What follows belongs to an exercise in optimizing a design on an open flow for small area, a short achievable clock period and few clock cycles; a production flow would make more cautious choices.
Function was checked by simulation only, so behaviour that the tests miss may differ from the original.

<file path="flow/config.mk">
export PLATFORM = sky130hd
export DESIGN_NAME = spindle
export DESIGN_NICKNAME = spindle
export VERILOG_FILES = /design/flow/design.v
export SDC_FILE = /design/flow/constraint.sdc
export NUM_CORES = 8
export LEC_CHECK = 0
export ABC_AREA = 1
export CAP_MARGIN = 30
export CORE_MARGIN = 2
export CORE_UTILIZATION = 50
export CTS_BUF_LIST = sky130_fd_sc_hd__clkbuf_8
export SLEW_MARGIN = 25
export TNS_END_PERCENT = 30
</file>
<file path="flow/constraint.sdc">
create_clock -name core_clock -period 20.0 [get_ports {clk}]
set_input_delay 4.0000 -clock core_clock [delete_from_list [all_inputs] [get_ports {clk}]]
set_output_delay 4.0000 -clock core_clock [all_outputs]
set_load 0.01 [all_outputs]
</file>
<file path="flow/design.v">
module spindle (
    input  wire        clk,
    input  wire        rst,           
    input  wire        start,         
    output wire        ready,         
    output reg         done,          
    output wire [9:0]  imem_addr,     
    input  wire [27:0] imem_rdata,    
    output reg         mem_req,
    output reg         mem_we,
    output reg  [1:0]  mem_space,     
    output reg  [13:0] mem_addr,
    output reg  [2:0]  mem_wstrb,     
    output wire [31:0] mem_wdata,
    input  wire        mem_ack,
    input  wire [31:0] mem_rdata,
    output reg         aux_valid,
    output reg  [3:0]  aux_code,
    output wire [3:0]  pred,
    output wire        flag_v,
    output wire        flag_dz
);
    localparam OP_NOP   = 6'h00, OP_MOV   = 6'h01, OP_MOVD  = 6'h02, OP_LDK   = 6'h03,
               OP_ADD   = 6'h04, OP_SUB   = 6'h05, OP_ADDS  = 6'h06, OP_SUBS  = 6'h07,
               OP_ADDI  = 6'h08, OP_NEG   = 6'h09, OP_MUL   = 6'h0A, OP_DIV   = 6'h0B,
               OP_ADDD  = 6'h0C, OP_SUBD  = 6'h0D, OP_ADDDS = 6'h0E, OP_SUBDS = 6'h0F,
               OP_NEGD  = 6'h10, OP_DIVD  = 6'h11, OP_MAC   = 6'h12, OP_MACD  = 6'h13,
               OP_LDA   = 6'h14, OP_CLRA  = 6'h15, OP_RNDC  = 6'h16,
               OP_SHL   = 6'h17, OP_SHR   = 6'h18, OP_SAR   = 6'h19, OP_SAL   = 6'h1A,
               OP_SHLD  = 6'h1B, OP_SHRD  = 6'h1C, OP_SARD  = 6'h1D, OP_SALD  = 6'h1E,
               OP_AND   = 6'h1F, OP_OR    = 6'h20, OP_XOR   = 6'h21,
               OP_CMP   = 6'h22, OP_CMPD  = 6'h23, OP_PLOG  = 6'h24, OP_TSTF  = 6'h25,
               OP_CLRF  = 6'h26,
               OP_LDL   = 6'h27, OP_STL   = 6'h28, OP_LDLD  = 6'h29, OP_STLD  = 6'h2A,
               OP_LDB   = 6'h2B, OP_STB   = 6'h2C, OP_LDBD  = 6'h2D, OP_STBD  = 6'h2E,
               OP_IN    = 6'h2F, OP_IND   = 6'h30, OP_OUT   = 6'h31, OP_OUTD  = 6'h32,
               OP_AUXRQ = 6'h37, OP_END   = 6'h3F;
    localparam M_INIT = 2'd0, M_IDLE = 2'd1, M_RUN = 2'd2;
    localparam R_SUM = 3'd0, R_IMM = 3'd1, R_MUL = 3'd2, R_SH = 3'd3, R_LOG = 3'd4,
               R_LD  = 3'd5, R_DSP = 3'd6;
    reg [13:0] w [0:15];
    reg [56:0] acc;          
    reg [3:0]  p;
    reg        v, dz;
    reg [1:0]  mode;
    reg [2:0]  icnt;         
    reg [9:0]  faddr;        
    reg        bv;           
    reg [9:0]  npc;          
    reg        dv;
    reg [27:0] ir_d;
    reg [2:0]  rd_pa, rd_pb;         
    reg        rd_ahi, rd_bhi;       
    reg        rd_adw, rd_bdw;       
    reg        rd_rndc;              
    reg        ev;
    reg [27:0] ir;
    reg [27:0] XA, YB;               
    reg [3:0]  e_g;
    reg        e_xs_a, e_xs_d;            
    reg        e_ys_b, e_ys_i, e_ys_w, e_ys_q;    
    reg        e_inva, e_invb;            
    reg        e_invx, e_invy, e_cin, e_sat14, e_sat28, e_we_w, e_we_d;
    reg [2:0]  e_rsel;
    reg        e_rndc, e_div, e_divd, e_mac, e_macd, e_mul, e_load, e_lda;
    reg        e_sh, e_accw;              
    reg        e_rpre;                    
    reg        e_two;                     
    reg        e_s2w;                     
    reg        rup_r, rfit_r, rsgn_r;     
    reg        e_frev, e_frev2, e_fil, e_fil2, e_fz14, e_foreg;
    reg [4:0]  e_off, e_off2;
    reg        e_fsq;                     
    reg        e_fun;                     
    reg [2:0]  st;           
    reg        s2, s2_hi, s2_sat;    
    reg        bg;           
    reg [14:0] m_x;          
    reg [13:0] m_y;          
    reg [27:0] sr, sq;       
    reg [4:0]  dk, dcnt;     
    reg        dqneg, daneg, dspec, dbz, dovf, dazero;
    reg        qb_r;        
    reg        rdy;
    assign ready     = rdy;
    assign imem_addr = faddr;
    assign pred      = p;
    assign flag_v    = v;
    assign flag_dz   = dz;
    assign mem_wdata = {m_x[3:0], m_x[13:0], m_y};
    wire run  = (mode == M_RUN);
    wire init = (mode == M_INIT);
    wire [5:0] bop = imem_rdata[27:22];
    wire [3:0] bfd = imem_rdata[21:18];
    wire [3:0] bfA = imem_rdata[17:14];
    wire [3:0] bfB = imem_rdata[13:10];
    wire b_store = (bop == OP_STL) || (bop == OP_STLD) || (bop == OP_STB) || (bop == OP_STBD) ||
                   (bop == OP_OUT) || (bop == OP_OUTD);
    wire b_adw = (bop == OP_MOVD) || (bop >= OP_ADDD && bop <= OP_NEGD) || (bop == OP_DIVD) ||
                 (bop == OP_MACD) || (bop == OP_LDA) || (bop >= OP_SHLD && bop <= OP_SALD) ||
                 (bop == OP_CMPD);
    wire b_bdw = (bop >= OP_ADDD && bop <= OP_SUBDS) || (bop == OP_DIVD) || (bop == OP_CMPD) ||
                 (bop == OP_STLD) || (bop == OP_STBD) || (bop == OP_OUTD);
    wire [3:0] bfBs = b_store ? bfd : bfB;
    wire [5:0] dop  = ir_d[27:22];
    wire [5:0] dfx  = ir_d[5:0];
    wire d_form_i = (dop == OP_ADDI) || (dop >= OP_LDL && dop <= OP_STLD);
    wire d_form_l = (dop == OP_LDK)  || (dop >= OP_LDB && dop <= OP_OUTD);
    wire d_load   = (dop == OP_LDL) || (dop == OP_LDLD) || (dop == OP_LDB) || (dop == OP_LDBD) ||
                    (dop == OP_IN)  || (dop == OP_IND);
    wire d_store  = (dop == OP_STL) || (dop == OP_STLD) || (dop == OP_STB) || (dop == OP_STBD) ||
                    (dop == OP_OUT) || (dop == OP_OUTD);
    wire d_shl    = (dop == OP_SHL) || (dop == OP_SAL) || (dop == OP_SHLD) || (dop == OP_SALD);
    wire d_sh     = (dop >= OP_SHL && dop <= OP_SALD);
    wire [3:0] d_g = d_form_i ? ir_d[13:10] : (d_form_l ? ir_d[17:14] : ir_d[9:6]);
    reg       c_ys_b, c_ys_i, c_ys_w;
    reg       c_invx, c_invy, c_cin, c_sat14, c_sat28, c_we_w, c_we_d;
    reg [2:0] c_rsel;
    always @(*) begin
        c_ys_b = 1'b1; c_ys_i = 1'b0; c_ys_w = 1'b0;
        c_invx = 1'b0; c_invy = 1'b0; c_cin = 1'b0;
        c_sat14 = 1'b0; c_sat28 = 1'b0; c_we_w = 1'b0; c_we_d = 1'b0; c_rsel = R_SUM;
        case (dop)
            OP_MOV:           begin c_ys_b = 1'b0; c_we_w = 1'b1; end
            OP_MOVD:          begin c_ys_b = 1'b0; c_we_d = 1'b1; end
            OP_LDK:           begin c_rsel = R_IMM; c_we_w = 1'b1; end
            OP_ADD:           begin c_we_w = 1'b1; end
            OP_SUB:           begin c_invy = 1'b1; c_cin = 1'b1; c_we_w = 1'b1; end
            OP_ADDS:          begin c_sat14 = 1'b1; c_we_w = 1'b1; end
            OP_SUBS:          begin c_invy = 1'b1; c_cin = 1'b1; c_sat14 = 1'b1; c_we_w = 1'b1; end
            OP_ADDI:          begin c_ys_b = 1'b0; c_ys_i = 1'b1; c_we_w = 1'b1; end
            OP_NEG:           begin c_ys_b = 1'b0; c_invx = 1'b1; c_cin = 1'b1; c_sat14 = 1'b1; c_we_w = 1'b1; end
            OP_MUL:           begin c_rsel = R_MUL; c_we_d = 1'b1; end
            OP_ADDD:          begin c_we_d = 1'b1; end
            OP_SUBD:          begin c_invy = 1'b1; c_cin = 1'b1; c_we_d = 1'b1; end
            OP_ADDDS:         begin c_sat28 = 1'b1; c_we_d = 1'b1; end
            OP_SUBDS:         begin c_invy = 1'b1; c_cin = 1'b1; c_sat28 = 1'b1; c_we_d = 1'b1; end
            OP_NEGD:          begin c_ys_b = 1'b0; c_invx = 1'b1; c_cin = 1'b1; c_sat28 = 1'b1; c_we_d = 1'b1; end
            OP_RNDC:          begin c_ys_b = 1'b0; c_ys_w = 1'b1; c_sat28 = 1'b1; c_we_d = 1'b1; end
            OP_SHL, OP_SHR, OP_SAR, OP_SAL:      begin c_rsel = R_SH; c_we_w = 1'b1; end
            OP_SHLD, OP_SHRD, OP_SARD, OP_SALD:  begin c_rsel = R_SH; c_we_d = 1'b1; end
            OP_AND, OP_OR, OP_XOR:               begin c_rsel = R_LOG; c_we_w = 1'b1; end
            OP_CMP, OP_CMPD:  begin c_invy = 1'b1; c_cin = 1'b1; end
            OP_LDL, OP_STL, OP_LDLD, OP_STLD:    begin c_ys_b = 1'b0; c_ys_i = 1'b1; end
            OP_DIV, OP_DIVD:  begin c_ys_b = 1'b0; end
            default: ;
        endcase
        if (d_load) c_rsel = R_LD;
    end
    reg       c_frev, c_frev2, c_fil, c_fil2, c_fz14, c_foreg;
    reg [4:0] c_off, c_off2;
    always @(*) begin
        c_frev = 1'b0; c_frev2 = 1'b0; c_fil = 1'b0; c_fil2 = 1'b0; c_fz14 = 1'b0;
        c_foreg = 1'b0; c_off = dfx[4:0]; c_off2 = 5'd0;
        if (d_sh) begin
            c_foreg = !dfx[5];
            c_frev  = d_shl;
            c_fil   = (dop == OP_SAR) || (dop == OP_SARD);
            c_fz14  = (dop == OP_SHR);
        end
        if (dop == OP_LDA) begin
            c_frev = 1'b1;                            
            if (dfx[4:0] <= 5'd28) begin              
                c_fil2 = 1'b1;
                c_off2 = 5'd28 - dfx[4:0];
            end else begin                            
                c_frev2 = 1'b1;
                c_off2  = dfx[4:0] - 5'd28;
            end
        end
    end
    wire [5:0]  op    = ir[27:22];
    wire [3:0]  fd    = ir[21:18];
    wire [3:0]  fA    = ir[17:14];
    wire [3:0]  fB    = ir[13:10];
    wire [5:0]  fx    = ir[5:0];
    wire [9:0]  imm10 = ir[9:0];
    wire [13:0] imm14 = ir[13:0];
    wire is_end   = (op == OP_END);
    wire is_aux   = (op == OP_AUXRQ);
    function [4:0] lzs28;
        input [27:0] x;
        reg   [31:0] v;
        reg   [15:0] z2;
        reg   [7:0]  z4;
        reg   [3:0]  z8;
        reg   [1:0]  z16;
        reg   [4:0]  n;
        integer j;
        begin
            v = {x[26:0] ^ {27{x[27]}}, 5'b11111};
            for (j = 0; j < 16; j = j + 1) z2[j] = !(v[2*j+1] || v[2*j]);
            for (j = 0; j < 8; j = j + 1)  z4[j] = z2[2*j+1] && z2[2*j];
            for (j = 0; j < 4; j = j + 1)  z8[j] = z4[2*j+1] && z4[2*j];
            for (j = 0; j < 2; j = j + 1)  z16[j] = z8[2*j+1] && z8[2*j];
            n[4] = z16[1];
            n[3] = z8[{!n[4], 1'b1}];
            n[2] = z4[{!n[4], !n[3], 1'b1}];
            n[1] = z2[{!n[4], !n[3], !n[2], 1'b1}];
            n[0] = !v[{!n[4], !n[3], !n[2], !n[1], 1'b1}];
            lzs28 = n;
        end
    endfunction
    wire guard = (e_g == 4'h0) || (e_g[3] && (p[e_g[1:0]] ^ e_g[2]));
    wire [13:0] wA = XA[13:0];
    wire [13:0] wB = YB[13:0];
    wire [4:0]  za = lzs28(XA);      
    wire [4:0]  zb = lzs28(YB);
    wire a_zero = (za == 5'd27) && !XA[27];
    wire       f_rev  = e_frev;
    wire       f_dr   = dv && rd_rndc && !(ev && e_fun);     
    wire [4:0] f_off  = f_dr ? ir_d[4:0] : (e_foreg ? YB[4:0] : e_off);
    wire [27:0] f_x   = e_fsq ? sq : XA;
    wire       f_fill = e_fil && XA[27];
    wire [27:0] f_xr  = {e_fz14 ? 14'd0 : f_x[27:14], f_x[13:0]};
    reg  [27:0] f_xrev;
    integer k;
    always @(*) for (k = 0; k < 28; k = k + 1) f_xrev[k] = f_x[27 - k];
    wire [58:0] f_in  = (e_rndc || f_dr) ? {{3{acc[55]}}, acc[55:0]} :
                        f_rev  ? {31'd0, f_xrev} :
                                 {{31{f_fill}}, f_xr};
    wire [58:0] f_sh  = f_in >> f_off;
    wire [27:0] win   = f_sh[27:0];
    reg  [27:0] win_rev;
    always @(*) for (k = 0; k < 28; k = k + 1) win_rev[k] = win[27 - k];
    wire [27:0] f_out = f_rev ? win_rev : win;
    wire [4:0]  s_imm = fx[4:0];
    wire        rpre_ok = f_dr && !s2 && !bg &&
                          !(ev && (e_sh || e_lda || e_accw || e_mac || e_rndc || e_div));
    wire [4:0]  s_rnd = f_dr ? ir_d[4:0] : fx[4:0];
    wire [29:0] acc_lo_or;       
    genvar gi;
    generate
        for (gi = 0; gi < 30; gi = gi + 1) begin : g_or
            if (gi == 0) begin : g0
                assign acc_lo_or[0] = acc[0];
            end else begin : gn
                assign acc_lo_or[gi] = acc_lo_or[gi-1] | acc[gi];
            end
        end
    endgenerate
    wire [55:27] acc_top_eq;     
    generate
        for (gi = 55; gi >= 27; gi = gi - 1) begin : g_eq
            if (gi == 55) begin : g55
                assign acc_top_eq[55] = 1'b1;
            end else begin : gn
                assign acc_top_eq[gi] = acc_top_eq[gi+1] & (acc[gi] == acc[55]);
            end
        end
    endgenerate
    wire [31:0] fits_s, up_s;
    generate
        for (gi = 0; gi < 32; gi = gi + 1) begin : g_rs
            if (gi + 27 >= 55) begin : gf1
                assign fits_s[gi] = 1'b1;
            end else begin : gf0
                assign fits_s[gi] = acc_top_eq[gi + 27];
            end
            if (gi == 0) begin : gu0
                assign up_s[gi] = 1'b0;
            end else if (gi == 1) begin : gu1
                assign up_s[gi] = acc[0] && acc[1];
            end else begin : gun
                assign up_s[gi] = acc[gi - 1] && (acc_lo_or[gi - 2] || acc[gi]);
            end
        end
    endgenerate
    wire        r_fits = fits_s[s_rnd];
    wire        r_up   = up_s[s_rnd];
    wire [27:0] qmask;
    generate
        for (gi = 0; gi < 28; gi = gi + 1) begin : g_m
            assign qmask[gi] = (gi <= dk);
        end
    endgenerate
    wire        d_stq = e_div && (st == 3'd4);    
    wire [27:0] ax = (XA & {28{e_xs_a}}) | ({sr[26:0], qb_r} & {28{e_xs_d}});
    wire [27:0] ay = (YB  & {28{e_ys_b}}) |
                     ({{18{imm10[9]}}, imm10} & {28{e_ys_i}}) |
                     ((sq & qmask) & {28{e_ys_q}}) |
                     (sr & {28{e_ys_w}});
    wire inv_a = e_inva && XA[27];
    wire inv_b = e_invb && !YB[27];
    wire invx  = e_invx || inv_a;
    wire invy  = e_invy || inv_b;
    wire cin   = e_cin || inv_a || inv_b || (e_rndc && rup_r);
    wire [27:0] axi = ax ^ {28{invx}};
    wire [27:0] ayi = ay ^ {28{invy}};
    wire [28:0] asum = {1'b0, axi} + {1'b0, ayi} + {28'd0, cin};
    wire [27:0] sum  = asum[27:0];
    wire        cout = asum[28];
    wire        ovf28 = (axi[27] == ayi[27]) && (sum[27] != axi[27]);
    wire        ovf14 = (sum[14] != sum[13]);
    wire        s_eq  = (XA == YB);
    wire        s_lts = axi[27] ^ ayi[27] ^ cout;
    wire        s_ltu = !cout;
    reg         m_lo, m_hi;      
    wire [16:0] bm1 = {{2{m_x[14]}}, m_x};       
    wire [16:0] bm2 = {m_x[14], m_x, 1'b0};      
    wire [14:0] by  = {m_y, 1'b0};               
    reg  [28:0] pp [0:7];
    reg  [16:0] b_sel;
    reg         b_one, b_two, b_neg;
    integer bi;
    always @(*) begin
        pp[7] = 29'h0AAB0000;                     
        for (bi = 0; bi < 7; bi = bi + 1) begin
            b_neg = by[2*bi+2];
            b_one = by[2*bi+1] ^ by[2*bi];
            b_two = (by[2*bi+2] & ~by[2*bi+1] & ~by[2*bi]) | (~by[2*bi+2] & by[2*bi+1] & by[2*bi]);
            b_sel = (b_one ? bm1 : (b_two ? bm2 : 17'd0)) ^ {17{b_neg}};
            pp[bi] = {12'd0, ~b_sel[16], b_sel[15:0]} << (2*bi);
            pp[7][2*bi] = b_neg;
        end
    end
    function [57:0] csa;         
        input [28:0] a, b, c;
        begin
            csa = {((a & b) | (a & c) | (b & c)) << 1, a ^ b ^ c};
        end
    endfunction
    wire [57:0] t1a = csa(pp[0], pp[1], pp[2]);
    wire [57:0] t1b = csa(pp[3], pp[4], pp[5]);
    wire [57:0] t2a = csa(t1a[28:0], t1a[57:29], t1b[28:0]);
    wire [57:0] t2b = csa(t1b[57:29], pp[6], pp[7]);
    wire [57:0] t3  = csa(t2a[28:0], t2a[57:29], t2b[28:0]);
    wire [57:0] t4  = csa(t3[28:0], t3[57:29], t2b[57:29]);
    function [27:0] ks_add28;
        input [27:0] a, b;
        reg [27:0] g, p, gn, pn;
        integer j, d;
        begin
            g = a & b;
            p = a ^ b;
            for (d = 1; d < 28; d = d * 2) begin
                gn = g; pn = p;
                for (j = d; j < 28; j = j + 1) begin
                    gn[j] = g[j] | (p[j] & g[j-d]);
                    pn[j] = p[j] & p[j-d];
                end
                g = gn; p = pn;
            end
            ks_add28 = (a ^ b) ^ {g[26:0], 1'b0};
        end
    endfunction
    wire [27:0] prod = ks_add28(t4[27:0], t4[56:29]);
    wire [41:0] pm   = s2_hi ? {sq[27:0], 14'd0} : {{14{sq[27]}}, sq};
    wire [57:0] msum = {acc[56], acc} + {{16{pm[41]}}, pm};
    wire        movf = s2_sat && (msum[57:55] != 3'b000) && (msum[57:55] != 3'b111);
    wire [56:0] mval = movf ? (msum[57] ? {2'b11, 55'd0} : {2'b00, {55{1'b1}}}) : msum[56:0];
    reg rel_r;
    always @(*) begin
        case (fx[2:0])
            3'd0: rel_r = s_eq;
            3'd1: rel_r = !s_eq;
            3'd2: rel_r = s_lts;
            3'd3: rel_r = !s_lts;
            3'd4: rel_r = !s_lts && !s_eq;
            3'd5: rel_r = s_lts || s_eq;
            3'd6: rel_r = s_ltu;
            default: rel_r = !s_ltu;
        endcase
    end
    wire pa_b = p[fA[1:0]];
    wire pb_b = p[fB[1:0]];
    reg  plog_r;
    always @(*) begin
        case (fx[2:0])
            3'd0: plog_r = pa_b & pb_b;
            3'd1: plog_r = pa_b | pb_b;
            3'd2: plog_r = pa_b ^ pb_b;
            3'd3: plog_r = pa_b & ~pb_b;
            3'd4: plog_r = ~pa_b;
            3'd5: plog_r = 1'b0;
            3'd6: plog_r = 1'b1;
            default: plog_r = pa_b;
        endcase
    end
    wire       d_aneg = XA[27];
    wire       d_bneg = YB[27];
    wire       d_bz   = (YB == 28'd0);
    wire       d_ovf  = e_divd ? (XA == 28'h8000000 && YB == 28'hFFFFFFF)
                               : (XA[13:0] == 14'h2000 && YB[13:0] == 14'h3FFF);
    wire [6:0] d_k    = {2'b00, zb} - {2'b00, za} + {6'd0, d_aneg};    
    wire       d_early = d_k[6];                                        
    wire [4:0] d_kc   = (d_k[5:0] > 6'd27) ? 5'd27 : d_k[4:0];
    wire memstall = mem_req && !mem_ack;
    reg        e_done;        
    reg        done_next;     
    always @(*) begin
        e_done = 1'b1;
        done_next = 1'b1;
        if (e_macd) begin
            e_done = (st != 3'd0) || !guard || d_bgok;
        end else if (e_two) begin
            e_done = (st != 3'd0);
        end else if (e_rndc) begin
            e_done = (st != 3'd0) || e_rpre;
            done_next = (st != 3'd0) || !s2;
        end else if (e_s2w) begin
            e_done = !s2;
        end else if (e_div) begin
            case (st)
                3'd0:    e_done = !guard;
                3'd1:    e_done = dspec;
                3'd5:    e_done = 1'b1;
                default: e_done = 1'b0;
            endcase
            done_next = (st == 3'd0) || (st == 3'd4);
        end
    end
    wire e_go     = run && ev && !memstall;          
    wire commit   = e_go && e_done;
    wire step     = e_go && !e_done;                 
    wire a_exec   = run && ev && guard;
    wire exec     = a_exec && e_done;
    wire e_accept = run && (!ev || commit);
    reg        p_wv;                     
    always @(*) begin
        case (op)
            OP_CMP, OP_CMPD: p_wv = rel_r;
            OP_PLOG:         p_wv = plog_r;
            default:         p_wv = fx[0] ? dz : v;
        endcase
    end
    wire       e_pw = (op == OP_CMP) || (op == OP_CMPD) || (op == OP_PLOG) || (op == OP_TSTF);
    wire [3:0] p_nx;                     
    genvar pi;
    generate
        for (pi = 0; pi < 4; pi = pi + 1) begin : g_pnx
            assign p_nx[pi] = (exec && e_pw && fd[1:0] == pi) ? p_wv : p[pi];
        end
    endgenerate
    wire d_mem    = d_load || d_store;
    wire d_mst    = d_store || dop == OP_MUL || dop == OP_MAC || dop == OP_MACD;
    wire d_bgok   = !dv || !(d_mst || dop == OP_RNDC || dop == OP_TSTF || dop == OP_LDA ||
                             dop == OP_CLRA || dop == OP_DIV || dop == OP_DIVD ||
                             dop == OP_CLRF || dop == OP_END);
    wire d_ldl    = (dop >= OP_LDL && dop <= OP_STLD);
    wire d_afwd   = rd_ahi ? (fa_ow || fa_od) : fa_el;
    wire d_guard  = (d_g == 4'h0) || (d_g[3] && (p_nx[d_g[1:0]] ^ d_g[2]));
    wire d_mem_ok = !memstall && !(ev && is_end) && !(d_ldl && d_afwd);
    wire d_move   = e_accept && dv && (!d_mem || d_mem_ok);
    wire issue_d  = d_move && d_mem && d_guard;
    wire d_fin    = run && dv && (dop == OP_END) && e_accept && !s2_next;
    wire d_free   = !dv || d_move;
    wire take     = run && d_free && bv;
    wire bg_start = a_exec && e_macd && (st == 3'd0) && d_bgok;
    wire s2_next  = (a_exec && e_mac) || bg;
    wire b_bgok   = !(b_store || bop == OP_MUL || bop == OP_MAC || bop == OP_MACD || bop == OP_RNDC ||
                      bop == OP_TSTF || bop == OP_LDA || bop == OP_CLRA || bop == OP_DIV ||
                      bop == OP_DIVD || bop == OP_CLRF || bop == OP_END);
    wire d_single = !(dop == OP_LDA || (dop == OP_MACD && take && !b_bgok) || dop == OP_MUL ||
                      dop == OP_DIV || dop == OP_DIVD ||
                      (dop == OP_RNDC && !rpre_ok) || (s2_next && dop == OP_TSTF));
    wire ev_n     = e_accept ? d_move : ev;
    wire e_fin_n  = e_accept ? d_single : done_next;    
    wire dv_n     = take || (dv && !d_move);
    wire pt       = !dv_n || !ev_n || e_fin_n;
    wire [9:0] npc1   = npc + 10'd1;
    wire [9:0] npc2   = npc + 10'd2;
    wire       eq0    = (faddr == npc);
    wire       eq1    = (faddr == npc1);
    wire       bv_n   = take ? eq1 : eq0;
    wire [9:0] fa_n   = take ? ((eq1 && pt) ? npc2 : npc1) : ((eq0 && pt) ? npc1 : npc);
    reg [2:0] rsel;
    reg       we_w, we_d;        
    reg [3:0] widx;
    always @(*) begin
        rsel = e_rsel; we_w = e_we_w; we_d = e_we_d; widx = fd;
        if (e_mul) we_d = (st != 3'd0);
        if (e_load) begin
            we_w = mem_req && (op == OP_LDL || op == OP_LDB || op == OP_IN);
            we_d = mem_req && (op == OP_LDLD || op == OP_LDBD || op == OP_IND);
        end
        if (e_div) begin
            case (st)
                3'd1: begin rsel = R_DSP; we_d = dspec; end
                3'd4: begin we_w = !e_divd; we_d = e_divd; widx = {fd[2:0], 1'b0}; end
                3'd5: begin we_w = !e_divd; widx = {fd[2:0], 1'b1}; end
                default: ;
            endcase
        end
    end
    wire        r_sign  = e_rndc ? (rfit_r ? axi[27] : rsgn_r) : (e_sat14 ? sum[14] : axi[27]);
    wire        sat_on  = (e_sat14 && ovf14) || (e_sat28 && (ovf28 || (e_rndc && !rfit_r)));
    wire [27:0] satv    = e_sat14 ? {14'd0, r_sign ? 14'h2000 : 14'h1FFF}
                                  : (r_sign ? 28'h8000000 : 28'h7FFFFFF);
    wire [27:0] sumres  = sat_on ? satv : sum;
    wire [4:0] s_reg = fx[5] ? fx[4:0] : wB[4:0];
    wire sal14_ovf = !a_zero && ({1'b0, s_reg} + 6'd13 >= {1'b0, za});
    wire sal28_ovf = !a_zero && (s_reg > za);
    wire lda_ovf   = !a_zero && ({1'b0, s_imm} >= {1'b0, za} + 6'd29);
    reg [13:0] logres;
    always @(*) begin
        case (op)
            OP_AND:  logres = wA & wB;
            OP_OR:   logres = wA | wB;
            default: logres = wA ^ wB;
        endcase
    end
    wire        in_p1 = (op == OP_IN) && (imm14[13:12] == 2'b01);
    wire        in_p2 = (op == OP_IN) && (imm14[13:12] == 2'b10);
    wire [27:0] ldres = {mem_rdata[27:14],
                         in_p1 ? mem_rdata[27:14] : (in_p2 ? {10'd0, mem_rdata[31:28]} : mem_rdata[13:0])};
    wire [13:0] dsp_q14 = dbz ? (dazero ? 14'd0 : (daneg ? 14'h2000 : 14'h1FFF))
                              : (dovf ? 14'h1FFF : 14'd0);
    wire [27:0] dsp_q28 = dbz ? (dazero ? 28'd0 : (daneg ? 28'h8000000 : 28'h7FFFFFF))
                              : (dovf ? 28'h7FFFFFF : 28'd0);
    wire [27:0] dspres  = e_divd ? dsp_q28 : {(dovf && !dbz) ? 14'd0 : XA[13:0], dsp_q14};
    reg [27:0] res;
    always @(*) begin
        case (rsel)
            R_IMM:   res = {14'd0, imm14};
            R_MUL:   res = sq;
            R_SH:    res = f_out;
            R_LOG:   res = {14'd0, logres};
            R_LD:    res = ldres;
            R_DSP:   res = dspres;
            default: res = sumres;
        endcase
    end
    reg vset;
    always @(*) begin
        vset = 1'b0;
        case (op)
            OP_ADDS, OP_SUBS, OP_NEG, OP_ADDDS, OP_SUBDS, OP_NEGD, OP_RNDC: vset = sat_on;
            OP_SAL:  vset = sal14_ovf;
            OP_SALD: vset = sal28_ovf;
            OP_LDA:  vset = (st == 3'd0) && lda_ovf;
            OP_DIV, OP_DIVD: vset = (st == 3'd1) && dspec && !dbz && dovf;
            default: ;
        endcase
    end
    wire [27:0] wres  = res;
    wire [13:0] wodd  = we_d ? wres[27:14] : wres[13:0];
    wire        f_en  = run && ev && guard && (e_done || d_stq);
    wire        f_w   = f_en && we_w;
    wire        f_d   = f_en && we_d;
    wire        wr_w  = f_w && !memstall;
    wire        wr_d  = f_d && !memstall;
    integer i;
    always @(posedge clk) begin
        for (i = 0; i < 16; i = i + 1) begin
            if ((init && icnt == i[3:1]) ||
                (wr_w && widx == i[3:0]) ||
                (wr_d && fd[2:0] == i[3:1]))
                w[i] <= i[0] ? wodd : wres[13:0];
        end
    end
    wire fa_el  = (f_w && widx == {rd_pa, 1'b0}) || (f_d && fd[2:0] == rd_pa);   
    wire fa_ow  = (f_w && widx == {rd_pa, 1'b1});                                 
    wire fa_od  = (f_d && fd[2:0] == rd_pa);                                      
    wire fb_el  = (f_w && widx == {rd_pb, 1'b0}) || (f_d && fd[2:0] == rd_pb);
    wire fb_ow  = (f_w && widx == {rd_pb, 1'b1});
    wire fb_od  = (f_d && fd[2:0] == rd_pb);
    wire [13:0] ra_lo = fa_el ? res[13:0] : w[{rd_pa, 1'b0}];
    wire [13:0] ra_hi = fa_ow ? res[13:0] : (fa_od ? res[27:14] : w[{rd_pa, 1'b1}]);
    wire [13:0] rb_lo = fb_el ? res[13:0] : w[{rd_pb, 1'b0}];
    wire [13:0] rb_hi = fb_ow ? res[13:0] : (fb_od ? res[27:14] : w[{rd_pb, 1'b1}]);
    wire [13:0] rwa   = (rd_adw || !rd_ahi) ? ra_lo : ra_hi;
    wire [13:0] rwb   = (rd_bdw || !rd_bhi) ? rb_lo : rb_hi;
    wire [27:0] XA_n  = {rd_adw ? ra_hi : {14{rwa[13]}}, rwa};
    wire [27:0] YB_n  = {rd_bdw ? rb_hi : {14{rwb[13]}}, rwb};
    always @(posedge clk) begin
        if (take) begin
            ir_d   <= imem_rdata;
            rd_pa  <= b_adw ? bfA[2:0] : bfA[3:1];
            rd_pb  <= b_bdw ? bfBs[2:0] : bfBs[3:1];
            rd_ahi <= bfA[0];
            rd_bhi <= bfBs[0];
            rd_adw <= b_adw;
            rd_rndc <= (bop == OP_RNDC);
            rd_bdw <= b_bdw;
        end
        if (rst) begin
            ir      <= 28'd0;
            e_rsel  <= R_IMM;
            e_div   <= 1'b0;
            e_we_d  <= 1'b0;
        end else if (d_move) begin
            ir      <= ir_d;
            XA      <= XA_n;
            YB      <= YB_n;
            e_g     <= d_g;
            e_xs_a  <= (dop != OP_RNDC);
            e_xs_d  <= 1'b0;
            e_ys_b  <= c_ys_b;
            e_ys_i  <= c_ys_i;
            e_ys_w  <= c_ys_w;
            e_ys_q  <= 1'b0;
            e_inva  <= (dop == OP_DIV) || (dop == OP_DIVD);
            e_invb  <= 1'b0;
            e_invx  <= c_invx;
            e_invy  <= c_invy;
            e_cin   <= c_cin;
            e_sat14 <= c_sat14;
            e_sat28 <= c_sat28;
            e_we_w  <= c_we_w;
            e_we_d  <= c_we_d;
            e_rsel  <= c_rsel;
            e_rndc  <= (dop == OP_RNDC);
            e_rpre  <= rpre_ok;
            e_sh    <= (dop >= OP_SHL && dop <= OP_SALD);
            e_accw  <= (dop == OP_CLRA) || (dop == OP_LDA) || (dop == OP_DIVD);
            e_div   <= (dop == OP_DIV) || (dop == OP_DIVD);
            e_divd  <= (dop == OP_DIVD);
            e_mac   <= (dop == OP_MAC) || (dop == OP_MACD);
            e_macd  <= (dop == OP_MACD);
            e_mul   <= (dop == OP_MUL);
            e_load  <= d_load;
            e_lda   <= (dop == OP_LDA);
            e_two   <= (dop == OP_LDA) || (dop == OP_MACD) || (dop == OP_MUL);
            e_s2w   <= (dop == OP_TSTF);
            e_frev  <= c_frev;
            e_frev2 <= c_frev2;
            e_fil   <= c_fil;
            e_fil2  <= c_fil2;
            e_fz14  <= c_fz14;
            e_foreg <= c_foreg;
            e_off   <= c_off;
            e_off2  <= c_off2;
            e_fsq   <= 1'b0;
            e_fun   <= (dop >= OP_SHL && dop <= OP_SALD) || (dop == OP_LDA) || (dop == OP_RNDC && !rpre_ok);
        end else if (step) begin
            if (st == 3'd0 && e_lda) begin
                e_frev  <= e_frev2;
                e_fil   <= e_fil2;
                e_foreg <= 1'b0;
                e_off   <= e_off2;
            end
            e_fsq <= (st == 3'd1) && e_div;
            e_fun <= ((st == 3'd1) && e_div) || ((st == 3'd0) && e_lda) || ((st == 3'd0) && e_rndc && s2);
            if (st == 3'd1 && e_div) begin
                e_frev  <= 1'b0;
                e_fil   <= 1'b0;
                e_foreg <= 1'b0;
                e_off   <= dk + 5'd1;
            end
            if (e_div) begin
                case (st)
                    3'd1: begin                       
                        e_xs_a <= 1'b0; e_xs_d <= 1'b1; e_ys_b <= 1'b1;
                        e_inva <= 1'b0; e_invb <= 1'b1;
                    end
                    3'd3: if (dcnt == 5'd0) begin     
                        e_xs_d <= 1'b0; e_ys_b <= 1'b0; e_ys_q <= 1'b1;
                        e_invb <= 1'b0; e_invy <= dqneg; e_cin <= dqneg;
                    end
                    3'd4: begin                       
                        e_ys_q <= 1'b0; e_ys_w <= 1'b1;
                        e_invy <= daneg; e_cin <= daneg;
                    end
                    default: ;
                endcase
            end
        end
        if (d_move) begin
            m_lo <= (dop == OP_MACD);
            m_hi <= 1'b0;
        end else if (step && m_lo) begin
            m_lo <= 1'b0;
            m_hi <= 1'b1;
        end
        if (d_move && d_mst) begin
            m_x  <= d_store ? {1'b0, rd_bdw ? rb_hi : rwb} :
                              {XA_n[14] && (dop != OP_MACD), XA_n[13:0]};
            m_y  <= YB_n[13:0];
        end else if ((step && m_lo) || bg_start) begin
            m_x  <= {XA[27], XA[27:14]};
        end
    end
    always @(posedge clk) begin
        if (rst) begin
            mode      <= M_INIT;
            rdy       <= 1'b0;
            icnt      <= 3'd0;
            faddr     <= 10'd0;
            bv        <= 1'b0;
            npc       <= 10'd0;
            dv        <= 1'b0;
            ev        <= 1'b0;
            st        <= 3'd0;
            s2        <= 1'b0;
            bg        <= 1'b0;
            p         <= 4'd0;
            done      <= 1'b0;
            mem_req   <= 1'b0;
            aux_valid <= 1'b0;
        end else begin
            done      <= 1'b0;
            aux_valid <= 1'b0;
            s2        <= s2_next;
            bg        <= bg_start;
            if (init) begin
                icnt <= icnt + 3'd1;
                if (icnt == 3'd7) begin
                    mode <= M_IDLE;
                    rdy  <= 1'b1;
                end
            end
            if (mode == M_IDLE && start) begin
                mode  <= M_RUN;
                rdy   <= 1'b0;
                npc   <= 10'd0;
                dv    <= 1'b0;
                ev    <= 1'b0;
                bv    <= 1'b1;
                faddr <= 10'd1;
            end
            if (run) begin
                bv    <= bv_n;
                npc   <= take ? npc1 : npc;
                faddr <= fa_n;
                dv    <= dv_n;
                ev    <= ev_n;
                if (e_accept) st <= 3'd0;
                if ((commit && is_end) || d_fin) begin
                    done  <= 1'b1;
                    mode  <= M_IDLE;
                    rdy   <= 1'b1;
                    dv    <= 1'b0;
                    ev    <= 1'b0;
                    faddr <= 10'd0;
                end
            end
            if (step) begin
                if (e_two || (e_rndc && !s2)) st <= 3'd1;
                if (e_div) begin
                    case (st)
                        3'd0: st <= 3'd1;
                        3'd1: st <= 3'd2;
                        3'd2: st <= 3'd3;
                        3'd3: if (dcnt == 5'd0) st <= 3'd4;
                        3'd4: st <= 3'd5;
                        default: ;
                    endcase
                end
            end
            if (mem_req && mem_ack) mem_req <= 1'b0;
            if (issue_d) mem_req <= 1'b1;
            p <= p_nx;
            if (exec && is_aux) aux_valid <= 1'b1;
        end
    end
    always @(posedge clk) begin
        if (issue_d) begin
            mem_we    <= d_store;
            mem_space <= dq_space;
            mem_addr  <= dq_addr;
            mem_wstrb <= dq_strb;
        end
        if (exec && is_aux) aux_code <= fx[3:0];
    end
    wire [13:0] dl_wa = rd_ahi ? w[{rd_pa, 1'b1}] : w[{rd_pa, 1'b0}];
    reg  [1:0]  dq_space;
    reg  [13:0] dq_addr;
    reg  [2:0]  dq_strb;
    always @(*) begin
        dq_space = 2'd0;
        dq_addr  = {5'd0, dl_wa[8:0] + ir_d[8:0]};
        dq_strb  = 3'b001;
        case (dop)
            OP_STLD:                  dq_strb = 3'b011;
            OP_LDB, OP_LDBD, OP_STB:  begin dq_space = 2'd1; dq_addr = ir_d[13:0]; end
            OP_STBD:                  begin dq_space = 2'd1; dq_addr = ir_d[13:0]; dq_strb = 3'b011; end
            OP_IN, OP_IND:            begin dq_space = 2'd2; dq_addr = {2'd0, ir_d[11:0]}; end
            OP_OUT:                   begin dq_space = 2'd3; dq_addr = {2'd0, ir_d[11:0]};
                                            dq_strb = (ir_d[13:12] == 2'b00) ? 3'b001 :
                                                      (ir_d[13:12] == 2'b01) ? 3'b010 : 3'b100; end
            OP_OUTD:                  begin dq_space = 2'd3; dq_addr = {2'd0, ir_d[11:0]}; dq_strb = 3'b011; end
            default: ;
        endcase
    end
    wire clr_v  = exec && (op == OP_CLRF) && fx[0];
    wire clr_dz = exec && (op == OP_CLRF) && fx[1];
    always @(posedge clk) begin
        if (mode == M_IDLE && start) begin
            v  <= 1'b0;
            dz <= 1'b0;
        end else if (run) begin
            v  <= !clr_v && (v || (s2 && movf) ||
                   (a_exec && vset && (e_done || (e_lda && st == 3'd0))));
            dz <= !clr_dz && (dz || (a_exec && e_div && st == 3'd1 && dspec && dbz));
        end
    end
    always @(posedge clk) begin
        if (init) begin
            acc <= 57'd0;
        end else begin
            if (s2) acc <= mval;
            if (a_exec) begin
                if (op == OP_CLRA) acc <= 57'd0;
                if (e_lda) begin
                    if (st == 3'd0) acc[27:0] <= f_out;
                    else if (lda_ovf) acc <= XA[27] ? {2'b11, 55'd0} : {2'b00, {55{1'b1}}};
                    else acc[56:28] <= {f_out[27], f_out};
                end
                if (e_divd && st == 3'd1 && dspec)
                    acc <= (dovf && !dbz) ? 57'd0 : {{29{XA[27]}}, XA};
                if (e_divd && st == 3'd5)
                    acc <= {{29{sum[27]}}, sum};
            end
        end
    end
    always @(posedge clk) begin
        if (a_exec && (e_mac || (e_mul && st == 3'd0) || (e_div && (st == 3'd0 || st == 3'd2 || st == 3'd3))))
            sq <= !e_div ? prod[27:0] : ((st == 3'd0) ? sum : {sq[26:0], cout && st[0]});
        if (a_exec && e_div) qb_r <= sq[dk];
        if (a_exec && (e_mac || (e_mul && st == 3'd0))) begin
            s2_hi  <= m_hi;
            s2_sat <= !m_lo;
        end
        if (bg) begin
            sq     <= prod[27:0];
            s2_hi  <= 1'b1;
            s2_sat <= 1'b1;
        end
        if ((a_exec && e_rndc && st == 3'd0 && !s2 && !e_rpre) || rpre_ok) begin
            sr     <= win;
            rup_r  <= r_up;
            rfit_r <= r_fits;
            rsgn_r <= acc[55];
        end
        if (a_exec && e_div) begin
            case (st)
                3'd0: begin
                    dk     <= d_kc;
                    dqneg  <= d_aneg ^ d_bneg;
                    daneg  <= d_aneg;
                    dspec  <= d_bz || d_ovf || d_early;
                    dbz    <= d_bz;
                    dovf   <= d_ovf;
                    dazero <= a_zero;
                end
                3'd1: dcnt <= dk;
                3'd2: sr <= win;
                3'd3: begin
                    sr   <= cout ? sum : ax;
                    dcnt <= dcnt - 5'd1;
                end
                default: ;
            endcase
        end
    end
endmodule
</file>
<file path="flow/flow/run.sh">
#!/bin/bash
set -euo pipefail
bash standard.sh SETUP_SLACK_MARGIN=14 \
  "BUFFER_PORTS_ARGS=-buffer_cell sky130_fd_sc_hd__buf_2" \
  finish 2>&1 | tee flow_make.log
</file>
<file path="flow/standard.sh">
#!/bin/bash
# synth_recipe.tcl (not shown) runs the flow's synth.tcl, then flattens the netlist and writes it again
# the make line also repeats each setting of config.mk as NAME=value (left out here)
make -C /OpenROAD-flow-scripts/flow DESIGN_CONFIG=/design/flow/config.mk WORK_HOME=/design/flow/orfs CLKGATE_MAP_FILE= SYNTH_SCRIPT=/design/flow/synth_recipe.tcl "${@:-finish}"
</file>
==> results.ini <==
[outcome]
status = complete, no violations

[worst_hold_path]
hold_class = reg2reg
worstHoldEndpoint = e_sat14$_DFFE_PP_
min_delay_path_depth = 0
min-delay-start = c_sat14$_SDFF_PP0_

[detailed_routing]
remaining_drc_errors = 0
wl_per_cell_um = 29.7
first_pass_iters = 10
ant_nets = 0
num_vias = 66236
post_drt_via_cell_ratio = 6.51
drt_iter0_drc = 10850
drt-total-wl_um = 302000

[layout]
nets = 8920
post-route-cell-area_um2 = 65600
drive_above_1_share = 0.128
syn_to_final_growth_pct = 13.9

[synth]
synth_top_area_frac = 0.243
synth_nets = 8715
yosys_register_bits = 642
async_flop_share = 0
synth_top_area_cell = edfxtp_1
syn_inst = 8336
dominantRegCellSynth = edfxtp_1
synth.area.top_cells = edfxtp_1 (24%), nand2_1 (15%), o21ai_0 (7.3%), dfxtp_1 (6.1%), inv_1 (6.0%)
synth-edff-count = 467
synth-seq-area-share = 0.304
synth.avg_cell_area_um2 = 6.91
syn-cell-area_um2 = 57600
yosys_warnings = 3
synth.distinct_cells = 81

[worst_setup_path]
r2r_cells = 29
critPathMaxFanout = 10
required_ns = 16.00
path_class = reg2out
timing.rr.end = sq[26]$_DFFE_PP_
path_cells = buf_6 -> buf_4 -> buf_6 -> buf_2
arrival_ns = 2.11
cp_common_cell = buf_6
worstSetupStartpointType = register
r2r_slack_ns = 13.91
slowest_stage = edfxtp_1
critPathMaxStageDelay_ns = 0.50
endpoint_kind = primary output
r2r_start = m_y[10]$_DFFE_PP_

[placement]
dp_hpwl_um = 224000
gp_congestion = 1.14
numPortBuffers = 139
place_area_um2 = 59800

[grt]
grt_max_degree = 81
met1_usage = 0.632
grt_antenna_before_repair = 19
grt_pass1_wl_um = 416000
gr-max-usage-layer = met2
grt_use_met2 = 0.675
grtUsageTotal = 0.488
gr-usage-met3 = 0.164
grt_pass1_vias = 58436
grt_overflow = 0

[timing]
worst_pin_slew_ns = 1.32
clock_skew_ns = 0.0605
setup_tns_ns = 0
setup-violations-final = 0
max_freq_mhz = 164
rsz0062_at_grt = yes
finalHoldViolCount = 0
min_period_over_period = 0.305
drv_slew = 0
fin_crit_ns = 6.11
relSlewSlack = 0.114

[job]
maxCapViolCount = 0

[clock_network]
ctsHoldBuffers = 0
tritoncts = built
clk_pin_slew_worst_paths_ns = 0.07
insertion_delay_ns = 0.92
cts_root_buffer = clkbuf_8
clockBufferDepth = 3
numCtsBuffers = 111
htree_levels = 3
clock-sinks = 642

[floorplan]
die_x_um = 343
start_util = 0.504
num_rows = 124
core_area_um2 = 114000
num_io_pins = 140
dieArea_um2 = 118000
fp.dieH_um = 343

[power_and_ir_drop]
power.internal_mw = 2.34
peakVddDrop_mv = 0.0809
clkPwrFrac = 0.375
switchingPower_mw = 1.09
comb_power_share = 0.152
seq_power_share = 0.473
powerDensity_nw_per_um2 = 52.2
p_total_mw = 3.43
switching_share = 0.317
p_leak_nw = 29.4

[kinds of logic after synthesis]
kind of cell | share of synthesized area
fa+ha+maj | 0.0783
flops | 0.304
buf+inv | 0.0967
xor+xnor | 0.0473
compound gates | 0.216
mux | 0.00315
simple gates | 0.254
[how the worst max path moves through the flow]
stage	end	start	cells past startpoint	slack, ns
2_1_floorplan	e_cin$_DFFE_PP_	mem_ack	12	13.02
3_3_place_gp	m_x[5]$_DFFE_PP_	dk[0]$_SDFFCE_PN1P_	35	11.49
3_5_place_dp	sq[26]$_DFFE_PP_	m_y[3]$_DFFE_PP_	34	11.49
4_1_cts	faddr[0]$_SDFFE_PP0P_	imem_rdata[23]	19	13.75
5_1_grt	sq[26]$_DFFE_PP_	m_y[10]$_DFFE_PP_	29	13.69
6_report	mem_wdata[3]	m_y[3]$_DFFE_PP_	4	13.89
[registers in the layout, summed over array words and instances, names as in the netlist, 5 cells and up, named ones only]
| signal | count |
|---|---|
| dcnt | 5 |
| npc | 10 |
| e_off | 5 |
| acc | 57 |
| e_off2 | 5 |
| XA | 28 |
| w | 224 |
| m_x | 15 |
| dk | 5 |
| ir | 26 |
| m_y | 14 |
| sr | 28 |
| mem_addr | 14 |
| faddr | 10 |
| ir_d | 28 |
| YB | 28 |
| sq | 28 |
[power groups by stage]
| stage | clock, mW | combinational, mW | sequential [mW] |
|---|---|---|---|
| global placement | 0 | 0.470 | 1.64 |
| floorplan | 0 | 0.288 | 1.62 |
| finish | 1.29 | 0.520 | 1.62 |
| detailed placement | 0 | 0.475 | 1.65 |
| CTS | 1.27 | 0.482 | 1.62 |
| global route | 1.33 | 0.545 | 1.63 |
[Yosys cell counts (all sizes together) (6+ instances only)]
| library cell | n |
|---|---|
| nand2 | 2330 |
| inv | 942 |
| o21ai | 900 |
| a21oi | 542 |
| nor2 | 529 |
| edfxtp | 467 |
| nand3 | 434 |
| clkbuf | 299 |
| ha | 239 |
| xor2 | 223 |
| dfxtp | 175 |
| buf | 130 |
| o211ai | 103 |
| o22ai | 100 |
| nor3 | 90 |
| xnor2 | 87 |
| fa | 76 |
| a22oi | 73 |
| nand4 | 67 |
| a221oi | 61 |
| o2111ai | 55 |
| a31oi | 49 |
| a211oi | 46 |
| nor4 | 36 |
| or2 | 35 |
| o21bai | 30 |
| clkinv | 22 |
| mux2i | 17 |
| a21boi | 16 |
| o31ai | 15 |
| o41ai | 15 |
| a2111oi | 14 |
| o21a | 14 |
| a21o | 13 |
| o221ai | 12 |
| a41oi | 10 |
| a32o | 9 |
| a22o | 8 |
| o311ai | 8 |
| a32oi | 6 |
| nand3b | 6 |
[final cells by class]
class	count	area, um2
diodes	25	62.6
clock buffers	124	1710
clock inverters	84	592
fillers	10985	48700
inverters	964	3750
multi-input cells	6308	36300
flip-flops and latches	642	17500
well taps	1512	1890
repair buffers	510	3830
repair inverters	4	25.0
[metal layers]
layer,vias up,share of wire,routed length [um]
li1,28698,-,-
met1,30687,0.36,109000
met2,5563,0.39,119000
met3,1276,0.15,45700
met4,12,0.093,28000
met5,-,0.00073,222
[per-stage QoR]
| stage | cells | hold slack [ns] | setup slack, ns | utilization |
|---|---|---|---|---|
| after global routing | 10152 | 0.403 | 13.69 | 0.574 |
| after detailed placement | 9730 | 0.391 | 11.49 | 0.523 |
| final | 10173 | 0.397 | 13.89 | 0.574 |
| after CTS | 9991 | 0.399 | 13.75 | 0.552 |
| after floorplan | 8336 | 0.386 | 13.02 | - |
| after global placement | 9721 | 0.388 | 11.49 | 0.522 |
[what timing repair did]
action                                  4_1_cts  5_1_grt
buffers inserted                             45      137
endpoints found under the setup margin      616      411
pin swaps                                    23      126
gates cloned                                  8       17
resized for setup                           165      257
[cells in the final DEF, fill, tap and decap left out, types with 78 or more instances in the layout]
master       n
dfxtp_1    174
edfxtp_1   467
xnor2_1     78
inv_1      911
ha_1       220
buf_2      143
o211ai_1   101
buf_4      327
o22ai_1    100
a21oi_1    504
clkbuf_8   124
nand3_1    390
nor2_1     491
o21ai_1     78
o21ai_0    790
nand2_1   2258
xor2_1     217
[critical path, delay by kind of cell (launching register included)]
kind	cells	cell delay (ns)
buffers and inverters	4	0.69
DFF	1	0.50
Testbench counts, summed over its fixed seeds: cycles 34,592.

-- separate check: timing with driven ports --
No port has a modelled driver above. Below, the same layout with a new extraction and two added sets of constraints. Step 1 (the two cells are an assumption about what drives the block):
set clk [get_ports {clk}]
set_driving_cell -lib_cell sky130_fd_sc_hd__clkbuf_16 $clk
set_driving_cell -lib_cell sky130_fd_sc_hd__buf_2 [delete_from_list [all_inputs] $clk]
Step 2 moves the port delays by t, midway between the first and last clock arrival at a register: inputs arrive t later, outputs are due t later. That takes back most of the time a late clock gives input paths. Three values: no drivers, after step 1, after step 2; two values: the first two.
shift t [ns]: 0.952
setup slack, ns: 13.894 / 13.827 / 13.224
clock arrival spread, ns: 0.061 / 0.060
slew at the worst register clock pin (ns): 0.08 / 0.08
After both steps this run still meets setup and hold. For this run, drivers alone change the setup slack by -0.067 ns; drivers and shift together by -0.670 ns.
